This design comes from an exercise in tuning for small area, a short achievable clock period and few clock cycles per item on the open sky130 flow, not from production work. No run shown here included a check of the RTL's function; only the layout flow was run.

### flow/config.mk
export PLATFORM = sky130hd
export DESIGN_NAME = vfix_unit
export DESIGN_NICKNAME = vfix_unit
export VERILOG_FILES = /design/flow/design.v
export SDC_FILE = /design/flow/constraint.sdc
export NUM_CORES = 8
export LEC_CHECK = 0
export ABC_AREA = 1
export CAP_MARGIN = 20
export CORE_MARGIN = 2
export CORE_UTILIZATION = 50
export SLEW_MARGIN = 20
export SYNTH_HIERARCHICAL = 1
### flow/constraint.sdc
create_clock -name core_clock -period 25.0 [get_ports {clk}]
set_input_delay 5.0000 -clock core_clock [delete_from_list [all_inputs] [get_ports {clk}]]
set_output_delay 5.0000 -clock core_clock [all_outputs]
set_load 0.01 [all_outputs]
### flow/design.v
module vfix_lane (
    input  wire        neg,       
    input  wire        rne,       
    input  wire        k15,       
    input  wire        klo,       
    input  wire [16:0] X,
    input  wire [17:0] Y,
    input  wire [16:0] A,
    output wire [17:0] v
);
    wire [18:0] Ye = {Y, 1'b0};
    reg  [8:0] one, two, nb;
    integer i;
    always @* begin
        for (i = 0; i < 9; i = i + 1) begin
            one[i] = Ye[2*i+1] ^ Ye[2*i];
            two[i] = (Ye[2*i+2] & ~Ye[2*i+1] & ~Ye[2*i]) | (~Ye[2*i+2] & Ye[2*i+1] & Ye[2*i]);
            nb[i]  = Ye[2*i+2] ^ neg;
        end
    end
    wire [17:0] Xs = {X[16], X};
    wire [17:0] X2 = {X, 1'b0};
    wire [17:0] pp0 = ((({18{one[0]}} & Xs) | ({18{two[0]}} & X2)) ^ {18{nb[0]}}) ^ 18'h20000;
    wire [17:0] pp1 = ((({18{one[1]}} & Xs) | ({18{two[1]}} & X2)) ^ {18{nb[1]}}) ^ 18'h20000;
    wire [17:0] pp2 = ((({18{one[2]}} & Xs) | ({18{two[2]}} & X2)) ^ {18{nb[2]}}) ^ 18'h20000;
    wire [17:0] pp3 = ((({18{one[3]}} & Xs) | ({18{two[3]}} & X2)) ^ {18{nb[3]}}) ^ 18'h20000;
    wire [17:0] pp4 = ((({18{one[4]}} & Xs) | ({18{two[4]}} & X2)) ^ {18{nb[4]}}) ^ 18'h20000;
    wire [17:0] pp5 = ((({18{one[5]}} & Xs) | ({18{two[5]}} & X2)) ^ {18{nb[5]}}) ^ 18'h20000;
    wire [17:0] pp6 = ((({18{one[6]}} & Xs) | ({18{two[6]}} & X2)) ^ {18{nb[6]}}) ^ 18'h20000;
    wire [17:0] pp7 = ((({18{one[7]}} & Xs) | ({18{two[7]}} & X2)) ^ {18{nb[7]}}) ^ 18'h20000;
    wire [17:0] pp8 = ((({18{one[8]}} & Xs) | ({18{two[8]}} & X2)) ^ {18{nb[8]}}) ^ 18'h20000;
    wire cr0 = ~klo;
    wire cr15 = ~(k15 ^ klo);
    wire cr16 = ~(k15 | klo);
    wire cr17 = (k15 | klo);
    wire ks0, kc0, ks1, kc1, ks2, kc2, ks3, kc3, ks4, kc4, ks5, kc5;
    wire ks6, kc6, ks7, kc7, ks8, kc8, ks9, kc9, ks10, kc10, ks11, kc11;
    wire ks12, kc12, ks13, kc13, ks14, kc14, ks15, kc15, ks16, kc16, ks17, kc17;
    wire ks18, kc18, ks19, kc19, ks20, kc20, hs0, hc0, fs0, fc0, fs1, fc1;
    wire fs2, fc2, fs3, fc3, hs1, hc1, fs4, fc4, hs2, hc2, hs3, hc3;
    wire fs5, fc5, hs4, hc4, fs6, fc6, hs5, hc5, fs7, fc7, fs8, fc8;
    wire hs6, hc6, fs9, fc9, fs10, fc10, fs11, fc11, fs12, fc12, fs13, fc13;
    wire fs14, fc14, fs15, fc15, fs16, fc16, fs17, fc17, fs18, fc18, fs19, fc19;
    wire fs20, fc20, fs21, fc21, fs22, fc22, fs23, fc23, fs24, fc24, fs25, fc25;
    wire hs7, hc7, fs26, fc26, fs27, fc27, fs28, fc28, fs29, fc29, hs8, hc8;
    wire fs30, fc30, fs31, fc31, hs9, hc9, fs32, fc32, hs10, hc10, hs11, hc11;
    wire fs33, fc33, hs12, hc12, fs34, fc34, hs13, hc13, fs35, fc35, fs36, fc36;
    wire fs37, fc37, fs38, fc38, fs39, fc39, fs40, fc40, fs41, fc41, fs42, fc42;
    wire fs43, fc43, fs44, fc44, fs45, fc45, fs46, fc46, fs47, fc47, fs48, fc48;
    wire fs49, fc49, fs50, fc50, fs51, fc51, fs52, fc52, fs53, fc53, fs54, fc54;
    wire fs55, fc55, fs56, fc56, fs57, fc57, fs58, fc58, fs59, fc59, fs60, fc60;
    wire fs61, fc61, fs62, fc62, fs63, fc63, fs64, fc64, fs65, fc65, fs66, fc66;
    wire fs67, fc67, hs14, hc14, fs68, fc68, fs69, fc69, hs15, hc15, fs70, fc70;
    wire hs16, hc16, hs17, hc17, fs71, fc71, fs72, fc72, fs73, fc73, fs74, fc74;
    wire fs75, fc75, fs76, fc76, fs77, fc77, fs78, fc78, fs79, fc79, fs80, fc80;
    wire fs81, fc81, fs82, fc82, fs83, fc83, fs84, fc84, fs85, fc85, fs86, fc86;
    wire fs87, fc87, fs88, fc88, fs89, fc89, fs90, fc90, fs91, fc91, fs92, fc92;
    wire fs93, fc93, fs94, fc94, hs18, hc18, fs95, fc95, hs19, hc19, hs20, hc20;
    wire hs21, hc21, hs22, hc22, fs96, fc96, fs97, fc97, fs98, fc98, fs99, fc99;
    wire fs100, fc100, fs101, fc101, fs102, fc102, fs103, fc103, fs104, fc104, fs105, fc105;
    wire fs106, fc106, fs107, fc107, fs108, fc108, fs109, fc109, fs110, fc110, fs111, fc111;
    wire fs112, fc112, fs113, fc113, fs114, fc114, fs115, fc115, fs116, fc116, fs117, fc117;
    wire fs118, fc118, fs119, fc119, fs120, fc120, fs121, fc121, fs122, fc122, fs123, fc123;
    wire hs23, hc23, fs124, fc124, g0_0, p0_0, g1_1, p1_1, g2_2, p2_2, g3_3, p3_3;
    wire g4_4, p4_4, g5_5, p5_5, g6_6, p6_6, g7_7, p7_7, g8_8, p8_8, g9_9, p9_9;
    wire g10_10, p10_10, g11_11, p11_11, g12_12, p12_12, g13_13, p13_13, g14_14, p14_14, g15_15, p15_15;
    wire g16_16, p16_16, g17_17, p17_17, g18_18, p18_18, g19_19, p19_19, g20_20, p20_20, g21_21, p21_21;
    wire g22_22, p22_22, g23_23, p23_23, g24_24, p24_24, g25_25, p25_25, g26_26, p26_26, g27_27, p27_27;
    wire g28_28, p28_28, g29_29, p29_29, g30_30, p30_30, g31_31, p31_31, g32_32, p32_32, g33_33, p33_33;
    wire G34, G35, P35, G36, P36, G37, P37, G38, P38, G39, P39, G40;
    wire P40, G41, P41, G42, G43, P43, G44, P44, G45, P45, G46, G47;
    wire P47, G48, G49, G50, P50, G51, P51, G52, P52, G53, P53, G54;
    wire P54, G55, P55, G56, P56, G57, P57, G58, P58, G59, P59, G60;
    wire P60, G61, P61, G62, P62, G63, P63, G64, P64, G65, P65, G66;
    wire P66, G67, P67, G68, P68, G69, P69, G70, P70, G71, P71, G72;
    wire P72, G73, P73, G74, P74, G75, P75, G76, P76, G77, P77, G78;
    wire P78, G79, P79, G80, P80, G81, P81, G82, P82, G83, P83, G84;
    wire P84, C85, C86, C87, C88, C89, C90, C91, C92, C93, C94, C95;
    wire C96, C97, C98, C99, C100, C101, vs0, vs1, vs2, vs3, vs4, vs5;
    wire vs6, vs7, vs8, vs9, vs10, vs11, vs12, vs13, vs14, vs15, vs16, vs17;
    assign ks0 = ~(nb[1] ^ pp0[2]);
    assign kc0 = nb[1] | pp0[2];
    assign ks1 = ~(pp0[3] ^ pp1[1]);
    assign kc1 = pp0[3] | pp1[1];
    assign ks2 = ~(nb[2] ^ pp0[4]);
    assign kc2 = nb[2] | pp0[4];
    assign ks3 = ~(pp0[5] ^ pp1[3]);
    assign kc3 = pp0[5] | pp1[3];
    assign ks4 = ~(nb[3] ^ pp0[6]);
    assign kc4 = nb[3] | pp0[6];
    assign ks5 = ~(pp0[7] ^ pp1[5]);
    assign kc5 = pp0[7] | pp1[5];
    assign ks6 = ~(nb[4] ^ pp0[8]);
    assign kc6 = nb[4] | pp0[8];
    assign ks7 = ~(pp0[9] ^ pp1[7]);
    assign kc7 = pp0[9] | pp1[7];
    assign ks8 = ~(nb[5] ^ pp0[10]);
    assign kc8 = nb[5] | pp0[10];
    assign ks9 = ~(pp0[11] ^ pp1[9]);
    assign kc9 = pp0[11] | pp1[9];
    assign ks10 = ~(nb[6] ^ pp0[12]);
    assign kc10 = nb[6] | pp0[12];
    assign ks11 = ~(pp0[13] ^ pp1[11]);
    assign kc11 = pp0[13] | pp1[11];
    assign ks12 = ~(nb[7] ^ pp0[14]);
    assign kc12 = nb[7] | pp0[14];
    assign ks13 = ~(A[2] ^ pp1[16]);
    assign kc13 = A[2] | pp1[16];
    assign ks14 = ~(A[4] ^ pp2[16]);
    assign kc14 = A[4] | pp2[16];
    assign ks15 = ~(A[6] ^ pp3[16]);
    assign kc15 = A[6] | pp3[16];
    assign ks16 = ~(A[8] ^ pp4[16]);
    assign kc16 = A[8] | pp4[16];
    assign ks17 = ~(A[10] ^ pp5[16]);
    assign kc17 = A[10] | pp5[16];
    assign ks18 = ~(A[12] ^ pp6[16]);
    assign kc18 = A[12] | pp6[16];
    assign ks19 = ~(A[14] ^ pp7[16]);
    assign kc19 = A[14] | pp7[16];
    assign ks20 = ~(A[16] ^ pp8[16]);
    assign kc20 = A[16] | pp8[16];
    assign hs0 = cr15 ^ pp0[15];
    assign hc0 = cr15 & pp0[15];
    vfix_fa u_fa0 (.a(A[0]), .b(nb[8]), .ci(cr16), .s(fs0), .co(fc0));
    vfix_fa u_fa1 (.a(pp0[16]), .b(pp1[14]), .ci(pp2[12]), .s(fs1), .co(fc1));
    vfix_fa u_fa2 (.a(A[1]), .b(cr17), .ci(pp0[17]), .s(fs2), .co(fc2));
    vfix_fa u_fa3 (.a(pp1[15]), .b(pp2[13]), .ci(pp3[11]), .s(fs3), .co(fc3));
    assign hs1 = pp2[14] ^ pp3[12];
    assign hc1 = pp2[14] & pp3[12];
    vfix_fa u_fa4 (.a(A[3]), .b(pp1[17]), .ci(pp2[15]), .s(fs4), .co(fc4));
    assign hs2 = pp1[8] ^ pp2[6];
    assign hc2 = pp1[8] & pp2[6];
    assign hs3 = pp2[7] ^ pp3[5];
    assign hc3 = pp2[7] & pp3[5];
    vfix_fa u_fa5 (.a(pp1[10]), .b(pp2[8]), .ci(pp3[6]), .s(fs5), .co(fc5));
    assign hs4 = pp4[4] ^ pp5[2];
    assign hc4 = pp4[4] & pp5[2];
    vfix_fa u_fa6 (.a(pp2[9]), .b(pp3[7]), .ci(pp4[5]), .s(fs6), .co(fc6));
    assign hs5 = pp5[3] ^ pp6[1];
    assign hc5 = pp5[3] & pp6[1];
    vfix_fa u_fa7 (.a(pp1[12]), .b(pp2[10]), .ci(pp3[8]), .s(fs7), .co(fc7));
    vfix_fa u_fa8 (.a(pp4[6]), .b(pp5[4]), .ci(pp6[2]), .s(fs8), .co(fc8));
    assign hs6 = pp7[0] ^ kc11;
    assign hc6 = pp7[0] & kc11;
    vfix_fa u_fa9 (.a(pp1[13]), .b(pp2[11]), .ci(pp3[9]), .s(fs9), .co(fc9));
    vfix_fa u_fa10 (.a(pp4[7]), .b(pp5[5]), .ci(pp6[3]), .s(fs10), .co(fc10));
    vfix_fa u_fa11 (.a(pp7[1]), .b(kc12), .ci(hs0), .s(fs11), .co(fc11));
    vfix_fa u_fa12 (.a(fs0), .b(pp3[10]), .ci(pp4[8]), .s(fs12), .co(fc12));
    vfix_fa u_fa13 (.a(pp5[6]), .b(pp6[4]), .ci(pp7[2]), .s(fs13), .co(fc13));
    vfix_fa u_fa14 (.a(pp8[0]), .b(hc0), .ci(fs1), .s(fs14), .co(fc14));
    vfix_fa u_fa15 (.a(fc0), .b(pp4[9]), .ci(pp5[7]), .s(fs15), .co(fc15));
    vfix_fa u_fa16 (.a(pp6[5]), .b(pp7[3]), .ci(pp8[1]), .s(fs16), .co(fc16));
    vfix_fa u_fa17 (.a(fc1), .b(fs2), .ci(fs3), .s(fs17), .co(fc17));
    vfix_fa u_fa18 (.a(pp4[10]), .b(pp5[8]), .ci(pp6[6]), .s(fs18), .co(fc18));
    vfix_fa u_fa19 (.a(pp7[4]), .b(pp8[2]), .ci(hs1), .s(fs19), .co(fc19));
    vfix_fa u_fa20 (.a(ks13), .b(fc2), .ci(fc3), .s(fs20), .co(fc20));
    vfix_fa u_fa21 (.a(pp3[13]), .b(pp4[11]), .ci(pp5[9]), .s(fs21), .co(fc21));
    vfix_fa u_fa22 (.a(pp6[7]), .b(pp7[5]), .ci(pp8[3]), .s(fs22), .co(fc22));
    vfix_fa u_fa23 (.a(hc1), .b(kc13), .ci(fs4), .s(fs23), .co(fc23));
    vfix_fa u_fa24 (.a(pp3[14]), .b(pp4[12]), .ci(pp5[10]), .s(fs24), .co(fc24));
    vfix_fa u_fa25 (.a(pp6[8]), .b(pp7[6]), .ci(pp8[4]), .s(fs25), .co(fc25));
    assign hs7 = ks14 ^ fc4;
    assign hc7 = ks14 & fc4;
    vfix_fa u_fa26 (.a(A[5]), .b(pp2[17]), .ci(pp3[15]), .s(fs26), .co(fc26));
    vfix_fa u_fa27 (.a(pp4[13]), .b(pp5[11]), .ci(pp6[9]), .s(fs27), .co(fc27));
    vfix_fa u_fa28 (.a(pp7[7]), .b(pp8[5]), .ci(kc14), .s(fs28), .co(fc28));
    vfix_fa u_fa29 (.a(pp4[14]), .b(pp5[12]), .ci(pp6[10]), .s(fs29), .co(fc29));
    assign hs8 = pp7[8] ^ pp8[6];
    assign hc8 = pp7[8] & pp8[6];
    vfix_fa u_fa30 (.a(A[7]), .b(pp3[17]), .ci(pp4[15]), .s(fs30), .co(fc30));
    vfix_fa u_fa31 (.a(pp5[13]), .b(pp6[11]), .ci(pp7[9]), .s(fs31), .co(fc31));
    assign hs9 = pp5[14] ^ pp6[12];
    assign hc9 = pp5[14] & pp6[12];
    vfix_fa u_fa32 (.a(A[9]), .b(pp4[17]), .ci(pp5[15]), .s(fs32), .co(fc32));
    assign hs10 = pp1[4] ^ pp2[2];
    assign hc10 = pp1[4] & pp2[2];
    assign hs11 = pp2[3] ^ pp3[1];
    assign hc11 = pp2[3] & pp3[1];
    vfix_fa u_fa33 (.a(pp1[6]), .b(pp2[4]), .ci(pp3[2]), .s(fs33), .co(fc33));
    assign hs12 = pp4[0] ^ kc5;
    assign hc12 = pp4[0] & kc5;
    vfix_fa u_fa34 (.a(pp2[5]), .b(pp3[3]), .ci(pp4[1]), .s(fs34), .co(fc34));
    assign hs13 = kc6 ^ ks7;
    assign hc13 = kc6 & ks7;
    vfix_fa u_fa35 (.a(pp3[4]), .b(pp4[2]), .ci(pp5[0]), .s(fs35), .co(fc35));
    vfix_fa u_fa36 (.a(kc7), .b(hs2), .ci(ks8), .s(fs36), .co(fc36));
    vfix_fa u_fa37 (.a(pp4[3]), .b(pp5[1]), .ci(hc2), .s(fs37), .co(fc37));
    vfix_fa u_fa38 (.a(kc8), .b(hs3), .ci(ks9), .s(fs38), .co(fc38));
    vfix_fa u_fa39 (.a(pp6[0]), .b(hc3), .ci(kc9), .s(fs39), .co(fc39));
    vfix_fa u_fa40 (.a(hs4), .b(ks10), .ci(fs5), .s(fs40), .co(fc40));
    vfix_fa u_fa41 (.a(hc4), .b(kc10), .ci(hs5), .s(fs41), .co(fc41));
    vfix_fa u_fa42 (.a(ks11), .b(fc5), .ci(fs6), .s(fs42), .co(fc42));
    vfix_fa u_fa43 (.a(hc5), .b(ks12), .ci(fc6), .s(fs43), .co(fc43));
    vfix_fa u_fa44 (.a(hs6), .b(fs7), .ci(fs8), .s(fs44), .co(fc44));
    vfix_fa u_fa45 (.a(hc6), .b(fc7), .ci(fc8), .s(fs45), .co(fc45));
    vfix_fa u_fa46 (.a(fs10), .b(fs9), .ci(fs11), .s(fs46), .co(fc46));
    vfix_fa u_fa47 (.a(fc10), .b(fc9), .ci(fs12), .s(fs47), .co(fc47));
    vfix_fa u_fa48 (.a(fs13), .b(fc11), .ci(fs14), .s(fs48), .co(fc48));
    vfix_fa u_fa49 (.a(fc12), .b(fc13), .ci(fs15), .s(fs49), .co(fc49));
    vfix_fa u_fa50 (.a(fs16), .b(fc14), .ci(fs17), .s(fs50), .co(fc50));
    vfix_fa u_fa51 (.a(fc15), .b(fc16), .ci(fs18), .s(fs51), .co(fc51));
    vfix_fa u_fa52 (.a(fs19), .b(fs20), .ci(fc17), .s(fs52), .co(fc52));
    vfix_fa u_fa53 (.a(fc18), .b(fs21), .ci(fs22), .s(fs53), .co(fc53));
    vfix_fa u_fa54 (.a(fc19), .b(fc20), .ci(fs23), .s(fs54), .co(fc54));
    vfix_fa u_fa55 (.a(fc21), .b(fc22), .ci(fs24), .s(fs55), .co(fc55));
    vfix_fa u_fa56 (.a(fs25), .b(hs7), .ci(fc23), .s(fs56), .co(fc56));
    vfix_fa u_fa57 (.a(fc24), .b(fc25), .ci(fs26), .s(fs57), .co(fc57));
    vfix_fa u_fa58 (.a(fs27), .b(hc7), .ci(fs28), .s(fs58), .co(fc58));
    vfix_fa u_fa59 (.a(hs8), .b(ks15), .ci(fc26), .s(fs59), .co(fc59));
    vfix_fa u_fa60 (.a(fc27), .b(fs29), .ci(fc28), .s(fs60), .co(fc60));
    vfix_fa u_fa61 (.a(pp8[7]), .b(hc8), .ci(kc15), .s(fs61), .co(fc61));
    vfix_fa u_fa62 (.a(fc29), .b(fs30), .ci(fs31), .s(fs62), .co(fc62));
    vfix_fa u_fa63 (.a(pp7[10]), .b(pp8[8]), .ci(hs9), .s(fs63), .co(fc63));
    vfix_fa u_fa64 (.a(ks16), .b(fc30), .ci(fc31), .s(fs64), .co(fc64));
    vfix_fa u_fa65 (.a(pp6[13]), .b(pp7[11]), .ci(pp8[9]), .s(fs65), .co(fc65));
    vfix_fa u_fa66 (.a(hc9), .b(kc16), .ci(fs32), .s(fs66), .co(fc66));
    vfix_fa u_fa67 (.a(pp6[14]), .b(pp7[12]), .ci(pp8[10]), .s(fs67), .co(fc67));
    assign hs14 = ks17 ^ fc32;
    assign hc14 = ks17 & fc32;
    vfix_fa u_fa68 (.a(A[11]), .b(pp5[17]), .ci(pp6[15]), .s(fs68), .co(fc68));
    vfix_fa u_fa69 (.a(pp7[13]), .b(pp8[11]), .ci(kc17), .s(fs69), .co(fc69));
    assign hs15 = pp7[14] ^ pp8[12];
    assign hc15 = pp7[14] & pp8[12];
    vfix_fa u_fa70 (.a(A[13]), .b(pp6[17]), .ci(pp7[15]), .s(fs70), .co(fc70));
    assign hs16 = pp1[2] ^ pp2[0];
    assign hc16 = pp1[2] & pp2[0];
    assign hs17 = pp2[1] ^ kc2;
    assign hc17 = pp2[1] & kc2;
    vfix_fa u_fa71 (.a(pp3[0]), .b(kc3), .ci(hs10), .s(fs71), .co(fc71));
    vfix_fa u_fa72 (.a(hc10), .b(kc4), .ci(hs11), .s(fs72), .co(fc72));
    vfix_fa u_fa73 (.a(hc11), .b(ks6), .ci(hs12), .s(fs73), .co(fc73));
    vfix_fa u_fa74 (.a(hc12), .b(fc33), .ci(fs34), .s(fs74), .co(fc74));
    vfix_fa u_fa75 (.a(fc34), .b(hc13), .ci(fs35), .s(fs75), .co(fc75));
    vfix_fa u_fa76 (.a(fc35), .b(fs37), .ci(fc36), .s(fs76), .co(fc76));
    vfix_fa u_fa77 (.a(fc37), .b(fs39), .ci(fc38), .s(fs77), .co(fc77));
    vfix_fa u_fa78 (.a(fc39), .b(fs41), .ci(fc40), .s(fs78), .co(fc78));
    vfix_fa u_fa79 (.a(fc41), .b(fs43), .ci(fc42), .s(fs79), .co(fc79));
    vfix_fa u_fa80 (.a(fc43), .b(fs45), .ci(fc44), .s(fs80), .co(fc80));
    vfix_fa u_fa81 (.a(fc45), .b(fs47), .ci(fc46), .s(fs81), .co(fc81));
    vfix_fa u_fa82 (.a(fc47), .b(fs49), .ci(fc48), .s(fs82), .co(fc82));
    vfix_fa u_fa83 (.a(fc49), .b(fs51), .ci(fc50), .s(fs83), .co(fc83));
    vfix_fa u_fa84 (.a(fc51), .b(fs53), .ci(fc52), .s(fs84), .co(fc84));
    vfix_fa u_fa85 (.a(fc53), .b(fs55), .ci(fc54), .s(fs85), .co(fc85));
    vfix_fa u_fa86 (.a(fc55), .b(fs57), .ci(fs58), .s(fs86), .co(fc86));
    vfix_fa u_fa87 (.a(fs59), .b(fc57), .ci(fs60), .s(fs87), .co(fc87));
    vfix_fa u_fa88 (.a(fs61), .b(fc59), .ci(fs62), .s(fs88), .co(fc88));
    vfix_fa u_fa89 (.a(fc61), .b(fs63), .ci(fs64), .s(fs89), .co(fc89));
    vfix_fa u_fa90 (.a(fs65), .b(fc63), .ci(fc64), .s(fs90), .co(fc90));
    vfix_fa u_fa91 (.a(fc65), .b(fs67), .ci(hs14), .s(fs91), .co(fc91));
    vfix_fa u_fa92 (.a(fc67), .b(fs68), .ci(hc14), .s(fs92), .co(fc92));
    vfix_fa u_fa93 (.a(hs15), .b(ks18), .ci(fc68), .s(fs93), .co(fc93));
    vfix_fa u_fa94 (.a(pp8[13]), .b(hc15), .ci(kc18), .s(fs94), .co(fc94));
    assign hs18 = pp8[14] ^ ks19;
    assign hc18 = pp8[14] & ks19;
    vfix_fa u_fa95 (.a(A[15]), .b(pp7[17]), .ci(pp8[15]), .s(fs95), .co(fc95));
    assign hs19 = nb[0] ^ cr0;
    assign hc19 = nb[0] & cr0;
    assign hs20 = 1'b1 ^ pp0[1];
    assign hc20 = 1'b1 & pp0[1];
    assign hs21 = pp1[0] ^ ks0;
    assign hc21 = pp1[0] & ks0;
    assign hs22 = kc0 ^ ks1;
    assign hc22 = kc0 & ks1;
    vfix_fa u_fa96 (.a(kc1), .b(hs16), .ci(ks2), .s(fs96), .co(fc96));
    vfix_fa u_fa97 (.a(hc16), .b(ks3), .ci(hs17), .s(fs97), .co(fc97));
    vfix_fa u_fa98 (.a(ks4), .b(hc17), .ci(fs71), .s(fs98), .co(fc98));
    vfix_fa u_fa99 (.a(ks5), .b(fc71), .ci(fs72), .s(fs99), .co(fc99));
    vfix_fa u_fa100 (.a(fs33), .b(fc72), .ci(fs73), .s(fs100), .co(fc100));
    vfix_fa u_fa101 (.a(hs13), .b(fc73), .ci(fs74), .s(fs101), .co(fc101));
    vfix_fa u_fa102 (.a(fs36), .b(fc74), .ci(fs75), .s(fs102), .co(fc102));
    vfix_fa u_fa103 (.a(fs38), .b(fc75), .ci(fs76), .s(fs103), .co(fc103));
    vfix_fa u_fa104 (.a(fs40), .b(fc76), .ci(fs77), .s(fs104), .co(fc104));
    vfix_fa u_fa105 (.a(fs42), .b(fc77), .ci(fs78), .s(fs105), .co(fc105));
    vfix_fa u_fa106 (.a(fs44), .b(fc78), .ci(fs79), .s(fs106), .co(fc106));
    vfix_fa u_fa107 (.a(fs46), .b(fc79), .ci(fs80), .s(fs107), .co(fc107));
    vfix_fa u_fa108 (.a(fc80), .b(fs48), .ci(fs81), .s(fs108), .co(fc108));
    vfix_fa u_fa109 (.a(fs50), .b(fc81), .ci(fs82), .s(fs109), .co(fc109));
    vfix_fa u_fa110 (.a(fs52), .b(fc82), .ci(fs83), .s(fs110), .co(fc110));
    vfix_fa u_fa111 (.a(fs54), .b(fc83), .ci(fs84), .s(fs111), .co(fc111));
    vfix_fa u_fa112 (.a(fs56), .b(fc84), .ci(fs85), .s(fs112), .co(fc112));
    vfix_fa u_fa113 (.a(fc56), .b(fs86), .ci(fc85), .s(fs113), .co(fc113));
    vfix_fa u_fa114 (.a(fc58), .b(fc86), .ci(fs87), .s(fs114), .co(fc114));
    vfix_fa u_fa115 (.a(fc60), .b(fs88), .ci(fc87), .s(fs115), .co(fc115));
    vfix_fa u_fa116 (.a(fc62), .b(fc88), .ci(fs89), .s(fs116), .co(fc116));
    vfix_fa u_fa117 (.a(fs66), .b(fc89), .ci(fs90), .s(fs117), .co(fc117));
    vfix_fa u_fa118 (.a(fc66), .b(fs91), .ci(fc90), .s(fs118), .co(fc118));
    vfix_fa u_fa119 (.a(fs69), .b(fs92), .ci(fc91), .s(fs119), .co(fc119));
    vfix_fa u_fa120 (.a(fc69), .b(fs93), .ci(fc92), .s(fs120), .co(fc120));
    vfix_fa u_fa121 (.a(fs70), .b(fs94), .ci(fc93), .s(fs121), .co(fc121));
    vfix_fa u_fa122 (.a(fc70), .b(hs18), .ci(fc94), .s(fs122), .co(fc122));
    vfix_fa u_fa123 (.a(kc19), .b(hc18), .ci(fs95), .s(fs123), .co(fc123));
    assign hs23 = ks20 ^ fc95;
    assign hc23 = ks20 & fc95;
    vfix_fa u_fa124 (.a(A[16]), .b(pp8[17]), .ci(kc20), .s(fs124), .co(fc124));
    assign g0_0 = pp0[0] & hs19;
    assign p0_0 = pp0[0] ^ hs19;
    assign g1_1 = hc19 & hs20;
    assign p1_1 = hc19 ^ hs20;
    assign g2_2 = hc20 & hs21;
    assign p2_2 = hc20 ^ hs21;
    assign g3_3 = hc21 & hs22;
    assign p3_3 = hc21 ^ hs22;
    assign g4_4 = hc22 & fs96;
    assign p4_4 = hc22 ^ fs96;
    assign g5_5 = fc96 & fs97;
    assign p5_5 = fc96 ^ fs97;
    assign g6_6 = fc97 & fs98;
    assign p6_6 = fc97 ^ fs98;
    assign g7_7 = fc98 & fs99;
    assign p7_7 = fc98 ^ fs99;
    assign g8_8 = fc99 & fs100;
    assign p8_8 = fc99 ^ fs100;
    assign g9_9 = fc100 & fs101;
    assign p9_9 = fc100 ^ fs101;
    assign g10_10 = fc101 & fs102;
    assign p10_10 = fc101 ^ fs102;
    assign g11_11 = fc102 & fs103;
    assign p11_11 = fc102 ^ fs103;
    assign g12_12 = fc103 & fs104;
    assign p12_12 = fc103 ^ fs104;
    assign g13_13 = fc104 & fs105;
    assign p13_13 = fc104 ^ fs105;
    assign g14_14 = fc105 & fs106;
    assign p14_14 = fc105 ^ fs106;
    assign g15_15 = fc106 & fs107;
    assign p15_15 = fc106 ^ fs107;
    assign g16_16 = fc107 & fs108;
    assign p16_16 = fc107 ^ fs108;
    assign g17_17 = fc108 & fs109;
    assign p17_17 = fc108 ^ fs109;
    assign g18_18 = fc109 & fs110;
    assign p18_18 = fc109 ^ fs110;
    assign g19_19 = fc110 & fs111;
    assign p19_19 = fc110 ^ fs111;
    assign g20_20 = fc111 & fs112;
    assign p20_20 = fc111 ^ fs112;
    assign g21_21 = fc112 & fs113;
    assign p21_21 = fc112 ^ fs113;
    assign g22_22 = fc113 & fs114;
    assign p22_22 = fc113 ^ fs114;
    assign g23_23 = fc114 & fs115;
    assign p23_23 = fc114 ^ fs115;
    assign g24_24 = fc115 & fs116;
    assign p24_24 = fc115 ^ fs116;
    assign g25_25 = fc116 & fs117;
    assign p25_25 = fc116 ^ fs117;
    assign g26_26 = fc117 & fs118;
    assign p26_26 = fc117 ^ fs118;
    assign g27_27 = fc118 & fs119;
    assign p27_27 = fc118 ^ fs119;
    assign g28_28 = fc119 & fs120;
    assign p28_28 = fc119 ^ fs120;
    assign g29_29 = fc120 & fs121;
    assign p29_29 = fc120 ^ fs121;
    assign g30_30 = fc121 & fs122;
    assign p30_30 = fc121 ^ fs122;
    assign g31_31 = fc122 & fs123;
    assign p31_31 = fc122 ^ fs123;
    assign g32_32 = fc123 & hs23;
    assign p32_32 = fc123 ^ hs23;
    assign g33_33 = hc23 & fs124;
    assign p33_33 = hc23 ^ fs124;
    wire cin0 = rne ? (p16_16 ^ A[0]) : 1'b1;
    assign G34 = g0_0 | (p0_0 & cin0);
    assign G35 = g2_2 | (p2_2 & g1_1);
    assign P35 = p2_2 & p1_1;
    assign G36 = g4_4 | (p4_4 & g3_3);
    assign P36 = p4_4 & p3_3;
    assign G37 = g6_6 | (p6_6 & g5_5);
    assign P37 = p6_6 & p5_5;
    assign G38 = g8_8 | (p8_8 & g7_7);
    assign P38 = p8_8 & p7_7;
    assign G39 = g10_10 | (p10_10 & g9_9);
    assign P39 = p10_10 & p9_9;
    assign G40 = g12_12 | (p12_12 & g11_11);
    assign P40 = p12_12 & p11_11;
    assign G41 = g14_14 | (p14_14 & g13_13);
    assign P41 = p14_14 & p13_13;
    assign G42 = G35 | (P35 & G34);
    assign G43 = G37 | (P37 & G36);
    assign P43 = P37 & P36;
    assign G44 = G39 | (P39 & G38);
    assign P44 = P39 & P38;
    assign G45 = G41 | (P41 & G40);
    assign P45 = P41 & P40;
    assign G46 = G43 | (P43 & G42);
    assign G47 = G45 | (P45 & G44);
    assign P47 = P45 & P44;
    assign G48 = G47 | (P47 & G46);
    assign G49 = g15_15 | (p15_15 & G48);
    assign G50 = g17_17 | (p17_17 & g16_16);
    assign P50 = p17_17 & p16_16;
    assign G51 = g19_19 | (p19_19 & g18_18);
    assign P51 = p19_19 & p18_18;
    assign G52 = g21_21 | (p21_21 & g20_20);
    assign P52 = p21_21 & p20_20;
    assign G53 = g23_23 | (p23_23 & g22_22);
    assign P53 = p23_23 & p22_22;
    assign G54 = g25_25 | (p25_25 & g24_24);
    assign P54 = p25_25 & p24_24;
    assign G55 = g27_27 | (p27_27 & g26_26);
    assign P55 = p27_27 & p26_26;
    assign G56 = g29_29 | (p29_29 & g28_28);
    assign P56 = p29_29 & p28_28;
    assign G57 = g31_31 | (p31_31 & g30_30);
    assign P57 = p31_31 & p30_30;
    assign G58 = g33_33 | (p33_33 & g32_32);
    assign P58 = p33_33 & p32_32;
    assign G59 = g18_18 | (p18_18 & G50);
    assign P59 = p18_18 & P50;
    assign G60 = G51 | (P51 & G50);
    assign P60 = P51 & P50;
    assign G61 = g22_22 | (p22_22 & G52);
    assign P61 = p22_22 & P52;
    assign G62 = G53 | (P53 & G52);
    assign P62 = P53 & P52;
    assign G63 = g26_26 | (p26_26 & G54);
    assign P63 = p26_26 & P54;
    assign G64 = G55 | (P55 & G54);
    assign P64 = P55 & P54;
    assign G65 = g30_30 | (p30_30 & G56);
    assign P65 = p30_30 & P56;
    assign G66 = G57 | (P57 & G56);
    assign P66 = P57 & P56;
    assign G67 = g20_20 | (p20_20 & G60);
    assign P67 = p20_20 & P60;
    assign G68 = G52 | (P52 & G60);
    assign P68 = P52 & P60;
    assign G69 = G61 | (P61 & G60);
    assign P69 = P61 & P60;
    assign G70 = G62 | (P62 & G60);
    assign P70 = P62 & P60;
    assign G71 = g28_28 | (p28_28 & G64);
    assign P71 = p28_28 & P64;
    assign G72 = G56 | (P56 & G64);
    assign P72 = P56 & P64;
    assign G73 = G65 | (P65 & G64);
    assign P73 = P65 & P64;
    assign G74 = G66 | (P66 & G64);
    assign P74 = P66 & P64;
    assign G75 = g24_24 | (p24_24 & G70);
    assign P75 = p24_24 & P70;
    assign G76 = G54 | (P54 & G70);
    assign P76 = P54 & P70;
    assign G77 = G63 | (P63 & G70);
    assign P77 = P63 & P70;
    assign G78 = G64 | (P64 & G70);
    assign P78 = P64 & P70;
    assign G79 = G71 | (P71 & G70);
    assign P79 = P71 & P70;
    assign G80 = G72 | (P72 & G70);
    assign P80 = P72 & P70;
    assign G81 = G73 | (P73 & G70);
    assign P81 = P73 & P70;
    assign G82 = G74 | (P74 & G70);
    assign P82 = P74 & P70;
    assign G83 = g32_32 | (p32_32 & G82);
    assign P83 = p32_32 & P82;
    assign G84 = G58 | (P58 & G82);
    assign P84 = P58 & P82;
    assign C85 = g16_16 | (p16_16 & G49);
    assign C86 = G50 | (P50 & G49);
    assign C87 = G59 | (P59 & G49);
    assign C88 = G60 | (P60 & G49);
    assign C89 = G67 | (P67 & G49);
    assign C90 = G68 | (P68 & G49);
    assign C91 = G69 | (P69 & G49);
    assign C92 = G70 | (P70 & G49);
    assign C93 = G75 | (P75 & G49);
    assign C94 = G76 | (P76 & G49);
    assign C95 = G77 | (P77 & G49);
    assign C96 = G78 | (P78 & G49);
    assign C97 = G79 | (P79 & G49);
    assign C98 = G80 | (P80 & G49);
    assign C99 = G81 | (P81 & G49);
    assign C100 = G82 | (P82 & G49);
    assign C101 = G83 | (P83 & G49);
    assign vs0 = p16_16 ^ G49;
    assign vs1 = p17_17 ^ C85;
    assign vs2 = p18_18 ^ C86;
    assign vs3 = p19_19 ^ C87;
    assign vs4 = p20_20 ^ C88;
    assign vs5 = p21_21 ^ C89;
    assign vs6 = p22_22 ^ C90;
    assign vs7 = p23_23 ^ C91;
    assign vs8 = p24_24 ^ C92;
    assign vs9 = p25_25 ^ C93;
    assign vs10 = p26_26 ^ C94;
    assign vs11 = p27_27 ^ C95;
    assign vs12 = p28_28 ^ C96;
    assign vs13 = p29_29 ^ C97;
    assign vs14 = p30_30 ^ C98;
    assign vs15 = p31_31 ^ C99;
    assign vs16 = p32_32 ^ C100;
    assign vs17 = p33_33 ^ C101;
    assign v = {vs17, vs16, vs15, vs14, vs13, vs12, vs11, vs10, vs9, vs8, vs7, vs6, vs5, vs4, vs3, vs2, vs1, vs0};
endmodule
module vfix_fa (
    input  wire a,
    input  wire b,
    input  wire ci,
    output wire s,
    output wire co
);
    assign s  = a ^ b ^ ci;
    assign co = (a & b) | (a & ci) | (b & ci);
endmodule
module vfix_unit #(
    parameter LANES = 4
) (
    input  wire                  clk,
    input  wire                  rst,
    input  wire                  in_valid,
    output wire                  in_ready,
    input  wire [2:0]            in_func,
    input  wire                  in_type,
    input  wire [1:0]            in_rnd,
    input  wire                  in_zero,
    input  wire [LANES-1:0]      in_pred,
    input  wire [16*LANES-1:0]   in_a,
    input  wire [16*LANES-1:0]   in_b,
    input  wire [16*LANES-1:0]   in_c,
    input  wire [16*LANES-1:0]   in_d,
    output reg                   out_valid,
    output reg  [16*LANES-1:0]   out_d,
    output reg                   out_sat
);
    assign in_ready = 1'b1;
    wire f_fma  = (in_func == 3'd1);
    wire f_fms  = (in_func == 3'd2);
    wire f_lerp = (in_func == 3'd3);
    wire f_add  = (in_func == 3'd4);
    wire f_sub  = (in_func == 3'd5);
    wire f_rsh  = (in_func == 3'd6);
    wire f_conv = (in_func == 3'd7);
    wire f_pow2 = in_func[2];            
    wire typ    = in_type;
    wire a_sgn  = f_conv ? typ : ~typ;   
    wire neg    = f_fms | f_sub;         
    wire k15 = f_fms ? (in_rnd != 2'd0) : (in_rnd != 2'd1);
    wire klo = f_fms & ~in_rnd[1];
    wire sx_lerp = f_lerp;
    wire sx_sub  = f_sub;
    wire sx_a    = ~f_lerp & ~f_sub;
    reg [17*LANES-1:0] p_x, p_a;
    reg [18*LANES-1:0] p_y;
    reg [15:0] a, b, c, d, a16;
    reg [15:0] sg, sp;
    reg [16:0] sg0, sp0;
    reg [16:0] sg1, sp1;
    reg [16:0] sg2, sp2;
    reg [16:0] sg3, sp3;
    reg [16:0] sg4, sp4;
    reg [16:0] bma;
    reg [17:0] yp, y;
    reg [18:0] ye;
    reg        pr, sa_d, sa_c, sa_a, sa_b, sy_c, sy_b, sy_b2, sy_p;
    integer l, j;
    always @* begin
        for (l = 0; l < LANES; l = l + 1) begin
            a  = in_a[16*l +: 16];
            b  = in_b[16*l +: 16];
            c  = in_c[16*l +: 16];
            d  = in_d[16*l +: 16];
            pr = in_pred[l];
            sg = b & ~a;
            sp = ~(b ^ a);
            sg0[1] = sg[0] | (sp[0] & 1'b1);
            sg0[3] = sg[2] | (sp[2] & sg[1]);
            sp0[3] = sp[2] & sp[1];
            sg0[5] = sg[4] | (sp[4] & sg[3]);
            sp0[5] = sp[4] & sp[3];
            sg0[7] = sg[6] | (sp[6] & sg[5]);
            sp0[7] = sp[6] & sp[5];
            sg0[9] = sg[8] | (sp[8] & sg[7]);
            sp0[9] = sp[8] & sp[7];
            sg0[11] = sg[10] | (sp[10] & sg[9]);
            sp0[11] = sp[10] & sp[9];
            sg0[13] = sg[12] | (sp[12] & sg[11]);
            sp0[13] = sp[12] & sp[11];
            sg0[15] = sg[14] | (sp[14] & sg[13]);
            sp0[15] = sp[14] & sp[13];
            sg1[2] = sg[1] | (sp[1] & sg0[1]);
            sp1[2] = sp[1] & 1'b0;
            sg1[3] = sg0[3] | (sp0[3] & sg0[1]);
            sp1[3] = sp0[3] & 1'b0;
            sg1[6] = sg[5] | (sp[5] & sg0[5]);
            sp1[6] = sp[5] & sp0[5];
            sg1[7] = sg0[7] | (sp0[7] & sg0[5]);
            sp1[7] = sp0[7] & sp0[5];
            sg1[10] = sg[9] | (sp[9] & sg0[9]);
            sp1[10] = sp[9] & sp0[9];
            sg1[11] = sg0[11] | (sp0[11] & sg0[9]);
            sp1[11] = sp0[11] & sp0[9];
            sg1[14] = sg[13] | (sp[13] & sg0[13]);
            sp1[14] = sp[13] & sp0[13];
            sg1[15] = sg0[15] | (sp0[15] & sg0[13]);
            sp1[15] = sp0[15] & sp0[13];
            sg2[4] = sg[3] | (sp[3] & sg1[3]);
            sp2[4] = sp[3] & sp1[3];
            sg2[5] = sg0[5] | (sp0[5] & sg1[3]);
            sp2[5] = sp0[5] & sp1[3];
            sg2[6] = sg1[6] | (sp1[6] & sg1[3]);
            sp2[6] = sp1[6] & sp1[3];
            sg2[7] = sg1[7] | (sp1[7] & sg1[3]);
            sp2[7] = sp1[7] & sp1[3];
            sg2[12] = sg[11] | (sp[11] & sg1[11]);
            sp2[12] = sp[11] & sp1[11];
            sg2[13] = sg0[13] | (sp0[13] & sg1[11]);
            sp2[13] = sp0[13] & sp1[11];
            sg2[14] = sg1[14] | (sp1[14] & sg1[11]);
            sp2[14] = sp1[14] & sp1[11];
            sg2[15] = sg1[15] | (sp1[15] & sg1[11]);
            sp2[15] = sp1[15] & sp1[11];
            sg3[8] = sg[7] | (sp[7] & sg2[7]);
            sp3[8] = sp[7] & sp2[7];
            sg3[9] = sg0[9] | (sp0[9] & sg2[7]);
            sp3[9] = sp0[9] & sp2[7];
            sg3[10] = sg1[10] | (sp1[10] & sg2[7]);
            sp3[10] = sp1[10] & sp2[7];
            sg3[11] = sg1[11] | (sp1[11] & sg2[7]);
            sp3[11] = sp1[11] & sp2[7];
            sg3[12] = sg2[12] | (sp2[12] & sg2[7]);
            sp3[12] = sp2[12] & sp2[7];
            sg3[13] = sg2[13] | (sp2[13] & sg2[7]);
            sp3[13] = sp2[13] & sp2[7];
            sg3[14] = sg2[14] | (sp2[14] & sg2[7]);
            sp3[14] = sp2[14] & sp2[7];
            sg3[15] = sg2[15] | (sp2[15] & sg2[7]);
            sp3[15] = sp2[15] & sp2[7];
            sg4[16] = sg[15] | (sp[15] & sg3[15]);
            sp4[16] = sp[15] & sp3[15];
            bma = {~sg4[16], sp[15] ^ sg3[15], sp[14] ^ sg3[14], sp[13] ^ sg3[13], sp[12] ^ sg3[12], sp[11] ^ sg3[11], sp[10] ^ sg3[10], sp[9] ^ sg3[9], sp[8] ^ sg3[8], sp[7] ^ sg2[7], sp[6] ^ sg2[6], sp[5] ^ sg2[5], sp[4] ^ sg2[4], sp[3] ^ sg1[3], sp[2] ^ sg1[2], sp[1] ^ sg0[1], sp[0] ^ 1'b1};
            p_x[17*l +: 17] = ({17{sx_lerp}} & bma)
                            | ({17{sx_sub}}  & {~typ & b[15], b})
                            | ({17{sx_a}}    & {a_sgn & a[15], a});
            sa_d = ~pr & ~in_zero;
            sa_c = pr & (f_fma | f_fms);
            sa_a = pr & (f_lerp | f_sub | (f_conv & typ));
            sa_b = pr & f_add;
            a16  = ({16{sa_d}} & d) | ({16{sa_c}} & c) | ({16{sa_a}} & a) | ({16{sa_b}} & b);
            p_a[17*l +: 17] = {a16[15] & (~typ | (pr & f_conv)), a16};
            sy_c  = pr & f_lerp;
            sy_b  = pr & ~f_pow2 & ~f_lerp & typ;
            sy_b2 = pr & ~f_pow2 & ~f_lerp & ~typ;
            sy_p  = pr & f_pow2;
            for (j = 0; j < 18; j = j + 1)
                yp[j] = f_rsh ? (b[3:0] == 16 - j)
                              : ((f_conv & ~typ) ? (j == 15) : (j == 16));
            y = ({18{sy_c}} & {2'b00, c}) | ({18{sy_b}} & {2'b00, b})
              | ({18{sy_b2}} & {b[15], b, 1'b0}) | ({18{sy_p}} & yp);
            p_y[18*l +: 18] = y;
        end
    end
    reg                 s1_valid;
    reg                 s1_neg, s1_typ, s1_rne, s1_k15, s1_klo;
    reg [17*LANES-1:0]  s1_x, s1_a;
    reg [18*LANES-1:0]  s1_y;
    always @(posedge clk) begin
        if (rst)
            s1_valid <= 1'b0;
        else
            s1_valid <= in_valid;
        s1_neg <= neg;
        s1_typ <= typ;
        s1_rne <= in_rnd[1];
        s1_k15 <= k15;
        s1_klo <= klo;
        s1_x   <= p_x;
        s1_y   <= p_y;
        s1_a   <= p_a;
    end
    wire [18*LANES-1:0] lane_v;
    genvar i;
    generate
        for (i = 0; i < LANES; i = i + 1) begin : g_lane
            vfix_lane u_lane (
                .neg (s1_neg),
                .rne (s1_rne),
                .k15 (s1_k15),
                .klo (s1_klo),
                .X   (s1_x[17*i +: 17]),
                .Y   (s1_y[18*i +: 18]),
                .A   (s1_a[17*i +: 17]),
                .v   (lane_v[18*i +: 18])
            );
        end
    endgenerate
    reg                 s2_valid;
    reg                 s2_typ;
    reg [18*LANES-1:0]  s2_v;
    always @(posedge clk) begin
        if (rst)
            s2_valid <= 1'b0;
        else
            s2_valid <= s1_valid;
        s2_typ <= s1_typ;
        s2_v   <= lane_v;
    end
    reg [16*LANES-1:0] res;
    reg                sat;
    reg [17:0]         v;
    reg                ovf;
    integer q;
    always @* begin
        sat = 1'b0;
        for (q = 0; q < LANES; q = q + 1) begin
            v   = s2_v[18*q +: 18];
            ovf = s2_typ ? (v[17] | v[16]) : ~((v[17] == v[16]) & (v[16] == v[15]));
            sat = sat | ovf;
            if (!ovf)
                res[16*q +: 16] = v[15:0];
            else if (s2_typ)
                res[16*q +: 16] = {16{~v[17]}};
            else
                res[16*q +: 16] = {v[17], {15{~v[17]}}};
        end
    end
    always @(posedge clk) begin
        if (rst)
            out_valid <= 1'b0;
        else
            out_valid <= s2_valid;
        out_d   <= res;
        out_sat <= sat;
    end
endmodule
### flow/flow/run.sh
#!/bin/bash
# Standard synthesis and layout, with buf_2 cells as the port buffers.
set -euo pipefail
bash standard.sh synth > synth.log 2>&1
bash standard.sh "BUFFER_PORTS_ARGS=-buffer_cell sky130_fd_sc_hd__buf_2" finish > layout.log 2>&1
### flow/standard.sh
#!/bin/bash
# synth_recipe.tcl (not shown) runs the flow's synth.tcl, then flattens the netlist and writes it again
# the make line also repeats each setting of config.mk as NAME=value (left out here)
make -C /OpenROAD-flow-scripts/flow DESIGN_CONFIG=/design/flow/config.mk WORK_HOME=/design/flow/orfs CLKGATE_MAP_FILE= SYNTH_SCRIPT=/design/flow/synth_recipe.tcl "${@:-finish}"
==> impl_metrics.py, run 1 <==
metrics = {
    "place": {
        "place_congestion": 0.971,
        "placed_area_um2": 49100,
        "io_buffers": 335,
        "hpwl_um": 124000,
    },
    "layout": {
        "area.sequential_um2": 7090,
        "multi_input_area_um2": 35300,
        "drive_gt1_frac": 0.113,
        "fillers": 9020,
        "layout-area-overhead-vs-synth_pct": 7.81,
        "layout.nets": 7135,
        "fin_area_um2": 50800,
    },
    "synth": {
        "synth_cell_types": 54,
        "syn_nets": 6999,
        "syn_area_um2": 47100,
        "synthArstFlopShare": 0,
        "synth_edf_count": 0,
        "syn_area_per_cell_um2": 8.08,
        "synth-main-ff-cell": "dfxtp_1",
        "syn-instance-count": 5831,
        "yosysSeqAreaShare": 0.150,
        "ys_seq_elements": 354,
        "synth_warnings": 8,
    },
    "drt": {
        "drc": 0,
        "drt_iter0_markers": 4503,
        "vias": 42200,
        "detail_route.wirelength_um": 164000,
        "dr.pass1.iters": 6,
        "wl_per_cell_um": 22.6,
        "avgViaCountPerCell": 5.80,
        "ant_nets": 0,
    },
    "sta": {
        "slew_viol_final": 0,
        "rsz0062_at_grt": "false",
        "min_period_ns": 7.26,
        "worst_slew_pin_slew_ns": 1.19,
        "fmax_mhz": 138,
        "setup_viol": 0,
        "hold_viol": 0,
        "post-route-period-util": 0.290,
        "setup_tns_ns": 0,
        "fin_skew_ns": 0.0185,
        "relSlewSlack": 0.204,
    },
    "setup_path": {
        "criticalPathCategory": "in2reg",
        "crit_path_end_kind": "flop",
        "arrival_ns": 7.79,
        "cp-start-kind": "input port",
        "path_max_fanout": 37,
        "required_ns": 25.53,
    },
    "global_routing": {
        "grt_overflow_total": 0,
        "grt_pass1_vias": 40900,
        "grt_max_degree": 47,
        "grt_pass1_wl_um": 250000,
        "grt.total_usage": 0.335,
        "antenna_found_initial": 30,
    },
    "floorplanning": {
        "pin_count": 337,
        "die_y_um": 311,
        "die_x_um": 311,
        "die_area_um2": 96800,
        "rows": 112,
        "initial_utilization": 0.505,
        "coreArea_um2": 93300,
    },
    "clock_tree": {
        "clk_pin_slew_ns": 0.06,
        "numClockSinks": 354,
        "cts_tree": "built",
        "cts_setup_buffers": 0,
        "clock_latency_ns": 0.64,
        "postCtsHoldBufs": 0,
        "htree_levels": 2,
        "root_buffer": "clkbuf_16",
        "cts_buffers": 46,
        "clockBufferDepth": 3,
        "cts_resized": 0,
    },
    "run_status": {
        "status": "timing/DRC/antenna clean",
    },
    "job": {
        "maxCapViolCount": 0,
    },
    "min_path": {
        "hold_class": "reg2reg",
    },
}
through the flow:
stage               hold WS (ns)   util  setup WS [ns]  instances
floorplan                  0.310      -          18.11       5831
global placement           0.311  0.526          17.24       7171
detailed placement         0.312  0.527          17.20       7172
CTS                        0.336  0.544          17.84       7255
global route               0.337  0.544          17.65       7265
finish                     0.330  0.545          17.74       7271
cells in the mapped netlist (5+ instances only):
master / number / share of area
inv_2: 63 / 0.0050
nor3_4: 8 / 0.0028
o21bai_1: 9 / 0.0014
nor3_1: 16 / 0.0017
o21ai_0: 114 / 0.012
nand4_1: 8 / 0.0011
dfxtp_1: 354 / 0.15
or2_2: 7 / 0.00093
buf_1: 16 / 0.0013
a32oi_1: 5 / 0.00093
xnor2_1: 52 / 0.0097
nand2_4: 12 / 0.0029
nor2_2: 15 / 0.0020
a21oi_2: 38 / 0.0071
o221ai_1: 31 / 0.0058
buf_2: 48 / 0.0051
clkinv_1: 76 / 0.0061
buf_4: 115 / 0.018
fa_1: 520 / 0.22
a21o_1: 8 / 0.0013
nand2_2: 41 / 0.0054
o211ai_1: 6 / 0.00096
o21ai_1: 10 / 0.0011
xor2_1: 644 / 0.12
inv_1: 689 / 0.055
o22ai_1: 622 / 0.083
a21oi_1: 251 / 0.027
nor2_1: 240 / 0.019
nor3_2: 5 / 0.0011
nand3_1: 181 / 0.019
o2111ai_1: 47 / 0.0087
ha_1: 378 / 0.10
clkbuf_1: 117 / 0.0093
nand2_1: 1032 / 0.082
placed cells by master, fill, tap and decap left out, types with 50 or more instances in the layout:
master | Yosys | final
buf_4 | 115 | 50
inv_1 | 689 | 689
clkinv_1 | 76 | 76
xnor2_1 | 52 | 52
inv_2 | 63 | 63
nand3_1 | 181 | 181
nand2_1 | 1032 | 1032
o22ai_1 | 622 | 622
a21oi_1 | 251 | 251
o21ai_0 | 114 | 114
fa_1 | 520 | 520
ha_1 | 378 | 378
dfxtp_1 | 354 | 353
buf_2 | 48 | 335
nor2_1 | 240 | 240
xor2_1 | 644 | 644
per-module statistics from Yosys (local to each module, per instance):
module,cells inside,flip-flops and latches,cell area (µm²)
vfix_fa,1,0,20.0
vfix_lane,820,0,5370
vfix_unit,2051,354,15700
flip-flops by register name, summed over array words and instances, names as in the netlist:
register   count
s1_typ         1
s1_neg         1
s1_klo         1
s2_v          72
s1_rne         1
s1_valid       1
s2_valid       1
s1_y          72
out_valid      1
s1_k15         1
s1_a          68
out_sat        1
s1_x          68
out_d         64
s2_typ         1
worst paths after layout:
| kind | start | end | slack (ns) | depth (start not counted) |
|---|---|---|---|---|
| setup reg to reg | s1_neg | s2_v[19] | 18.25 | 24 |
| hold reg to reg | s1_typ | s2_typ | 0.33 | 0 |
| hold / removal | s1_typ | s2_typ | 0.33 | 0 |
| setup / recovery | in_func[2] | s1_x[13] | 17.74 | 8 |
cell families (layout without fill, tap and decap cells):
| logic type | count (synthesis) | count (layout) | synth area share |
|---|---|---|---|
| and+or+nand+nor | 1579 | 1579 | 0.141 |
| AOI/OAI and AO/OA | 1164 | 1164 | 0.153 |
| buffers and inverters | 1131 | 1302 | 0.101 |
| adders and majority gates | 898 | 898 | 0.321 |
| xor gates and xnor gates | 704 | 704 | 0.133 |
| DFF | 354 | 354 | 0.150 |
| other | 1 | 16 | 0.0000795 |
per-layer routing:
layer | global-route usage | part of all wire | vias to the layer above | wire length [µm]
met2 | 0.503 | 0.43 | 2248 | 69800
met1 | 0.462 | 0.43 | 20100 | 70000
met4 | 0.149 | 0.047 | 24 | 7730
met3 | 0.0724 | 0.10 | 396 | 16400
met5 | 0 | 0.00086 | - | 141
li1 | - | - | 19400 | -
area by class of cell:
| type | count | share of cell area |
|---|---|---|
| Sequential cell | 354 | 0.140 |
| Tap cell | 1254 | 0.0309 |
| Timing Repair Buffer | 387 | 0.0412 |
| Clock buffer | 71 | 0.0283 |
| Antenna cell | 15 | 0.000739 |
| Inverter | 832 | 0.0616 |
| Multi-Input combinational cell | 4346 | 0.694 |
| Clock inverter | 12 | 0.00340 |
worst max-delay path: stages:
cell and delay (ns):
buf_2 0.37, inv_1 0.22, nor2_4 0.93, nor2_8 0.35
inv_4 0.60, o22ai_1 0.14, inv_1 0.08, nand2_1 0.05
==> inputs of run 2 (changes only) <==
==> flow/run.sh (new file) <==
#!/bin/bash
# synth_recipe.tcl (not shown) runs the flow's synth.tcl, then flattens the netlist and writes it again
# the make line also repeats each setting of config.mk as NAME=value (left out here)
make -C /OpenROAD-flow-scripts/flow DESIGN_CONFIG=/design/flow/config.mk WORK_HOME=/design/flow/orfs CLKGATE_MAP_FILE= SYNTH_SCRIPT=/design/flow/synth_recipe.tcl finish
removed: flow/flow/run.sh
removed: flow/standard.sh
==> run 2 against run 1 <==
  * Still clean
  * Die area unchanged
  * Via count decreased by 0.23%
  * Critical endpoint is now s1_a[33]
  * Highest routed layer unchanged
==> impl_metrics.py, run 2 <==
metrics = {
    "global_routing": {
        "grt_pass1_vias": 40800,
        "grt_use_met2": 0.503,
        "grt_overflow_total": 0,
        "grtUsageMet3": 0.0643,
        "gr-max-usage-layer": "met2",
        "met1_usage": 0.475,
        "grt_pass1_wl_um": 251000,
        "grt.total_usage": 0.334,
        "antenna_found_initial": 13,
        "grt_max_degree": 47,
    },
    "synth": {
        "syn-instance-count": 5831,
        "synth-simple-area-share": 0.141,
        "synthXorXnorAreaFrac": 0.133,
        "synth-compound-area-share": 0.153,
        "synth_edf_count": 0,
        "yosysSeqAreaShare": 0.150,
        "synth_top_area_share": 0.221,
        "synthArstFlopShare": 0,
        "synthAdderAreaFrac": 0.321,
        "syn_area_um2": 47100,
        "syn_nets": 6999,
        "ys_seq_elements": 354,
        "synth_warnings": 8,
        "synth-main-ff-cell": "dfxtp_1",
        "synth_cell_types": 54,
        "synth_area_leader_cell": "fa_1",
        "syn_area_per_cell_um2": 8.08,
        "synth_common_cells": "1032 x nand2_1, 689 x inv_1, 644 x xor2_1",
        "ys_top_cells_by_area": "fa_1 22%, dfxtp_1 15%, xor2_1 12%",
        "synthMuxAreaShare": 0,
        "synth_top_family_by_area": "adder cells",
        "synth_most_common_cell": "nand2_1",
    },
    "sta": {
        "worst_slew_pin_slew_ns": 1.15,
        "post-route-period-util": 0.304,
        "setup_tns_ns": 0,
        "fmax_mhz": 132,
        "min_period_ns": 7.60,
        "fin_skew_ns": 0.0194,
        "rsz0062_at_grt": "false",
        "hold_viol": 0,
        "relSlewSlack": 0.231,
        "slew_viol_final": 0,
        "setup_viol": 0,
        "fin_ws_ns": 17.40,
    },
    "clock_tree": {
        "clk_pin_slew_ns": 0.06,
        "htree_levels": 2,
        "cts_resized": 0,
        "numClockSinks": 354,
        "clock_latency_ns": 0.63,
        "cts_buffers": 47,
        "cts_setup_buffers": 0,
        "postCtsHoldBufs": 0,
        "clockBufferDepth": 3,
        "root_buffer": "clkbuf_16",
        "cts_tree": "built",
    },
    "layout": {
        "final_common_cell": "nand2_1",
        "reg.largest.list": "s1_y x72, s2_v x72",
        "layout-area-overhead-vs-synth_pct": 11.4,
        "layout.nets": 7135,
        "final_cell_mix": "1032 x nand2_1, 689 x inv_1, 644 x xor2_1, 622 x o22ai_1, 520 x fa_1",
        "drive_gt1_frac": 0.0575,
    },
    "floorplanning": {
        "die_x_um": 311,
        "coreArea_um2": 93300,
        "rows": 112,
        "pin_count": 337,
        "initial_utilization": 0.505,
        "die_area_um2": 96800,
        "die_y_um": 311,
    },
    "setup_path": {
        "arrival_ns": 8.16,
        "criticalPathCategory": "in2reg",
        "setup.reg_to_reg.worst_slack_ns": 18.17,
        "cp-start-kind": "input port",
        "crit_path_end_kind": "flop",
        "required_ns": 25.55,
        "path_max_fanout": 33,
    },
    "place": {
        "hpwl_um": 125000,
        "place_congestion": 0.966,
        "io_buffers": 335,
        "dpl_worst_slack_ns": 16.83,
    },
    "drt": {
        "wl_per_cell_um": 22.6,
        "drc": 0,
        "ant_nets": 0,
        "drt_iter0_markers": 4608,
        "vias": 42100,
        "dr.pass1.iters": 7,
        "avgViaCountPerCell": 5.80,
        "detail_route.wirelength_um": 164000,
    },
    "min_path": {
        "hold_class": "reg2reg",
    },
    "run_status": {
        "status": "timing/DRC/antenna clean",
    },
    "job": {
        "maxCapViolCount": 0,
    },
}
[run 2: cell counts after synthesis]
No cell type changed its count.
[run 2: final timing paths]
check / cells past startpoint / end / startpoint
min: 0 / s2_typ / s1_typ
min reg2reg: 0 / s2_typ / s1_typ
max: 10 / s1_a[33] / in_func[2]
max reg2reg: 25 / s2_v[55] / s1_neg
[run 2: cell type report]
class,count,area (µm²)
Fill cell,8806,40800
Multi-Input combinational cell,4346,35300
Sequential cell,354,7090
Timing Repair Buffer,386,3740
Inverter,832,3130
Tap cell,1254,1570
Clock buffer,65,1370
Clock inverter,19,290
Antenna cell,4,10.0
[run 2: metal layers]
metal | share of wire | routed length, µm
met1 | 0.44 | 71600
met2 | 0.43 | 70200
met3 | 0.095 | 15600
met4 | 0.040 | 6500
met5 | 0.00063 | 103
[run 2: cells by family (layout without fill, tap and decap cells)]
family / count (synthesis) / in the layout
other cells: 1 / 5
buf+inv: 1131 / 1302
xor+xnor: 704 / 704
simple gates: 1579 / 1579
flops: 354 / 354
fa+ha+maj: 898 / 898
compound gates: 1164 / 1164
[run 2: Yosys stat by module (local to each module, per instance)]
module / cells inside / area (µm²) / copies in the design / flip-flops and latches
vfix_unit: 2051 / 15700 / 1 / 354
vfix_lane: 820 / 5370 / 4 / 0
vfix_fa: 1 / 20.0 / 500 / 0
[run 2: through the flow]
stage	hold slack (ns)	utilization	instance area, µm²	instances
floorplan	0.310	-	47100	5831
global placement	0.311	0.544	50800	7172
detailed placement	0.319	0.544	50800	7172
CTS	0.333	0.562	52500	7256
global route	0.342	0.562	52500	7257
finish	0.336	0.562	52500	7260
[run 2: worst max-delay path, stage by stage]
cell,delay [ns]
clkdlybuf4s50_1,0.46
buf_4,0.27
inv_1,0.17
nor2_4,0.88
nor2_8,0.35
nand2_8,0.24
nand2_2,0.22
inv_2,0.24
nand2_1,0.11
a21oi_1,0.15

## separate check: timing with driven ports
No port has a modelled driver above. Below, the same layouts with a new extraction and two added sets of constraints. Step 1 assumes that a clkbuf_16 drives the clock port and a buf_2 every other input. Step 2 adds t to the input delays and takes it off the output delays; t is the mean of the earliest and latest rising clock arrival at the registers after step 1. Input paths then give back, and output paths get back, about the clock's delay inside the block. Slacks: ideal / step 1 / step 2; pairs: ideal / step 1.
run | t, ns | setup slack, ns | hold WS [ns] | latest minus earliest clock arrival (ns) | cell pins on the clock port's net
run 1 | 0.691 | 17.738 / 17.774 / 17.083 | 0.330 / 0.330 / 0.330 | 0.019 / 0.019 | 1
run 2 | 0.689 | 17.397 / 17.442 / 16.754 | 0.336 / 0.336 / 0.336 | 0.023 / 0.023 | 1
After both steps setup and hold are still met in every run listed. For run 1, which loses most, drivers alone change the setup slack by +0.036 ns; drivers and shift together by -0.655 ns.
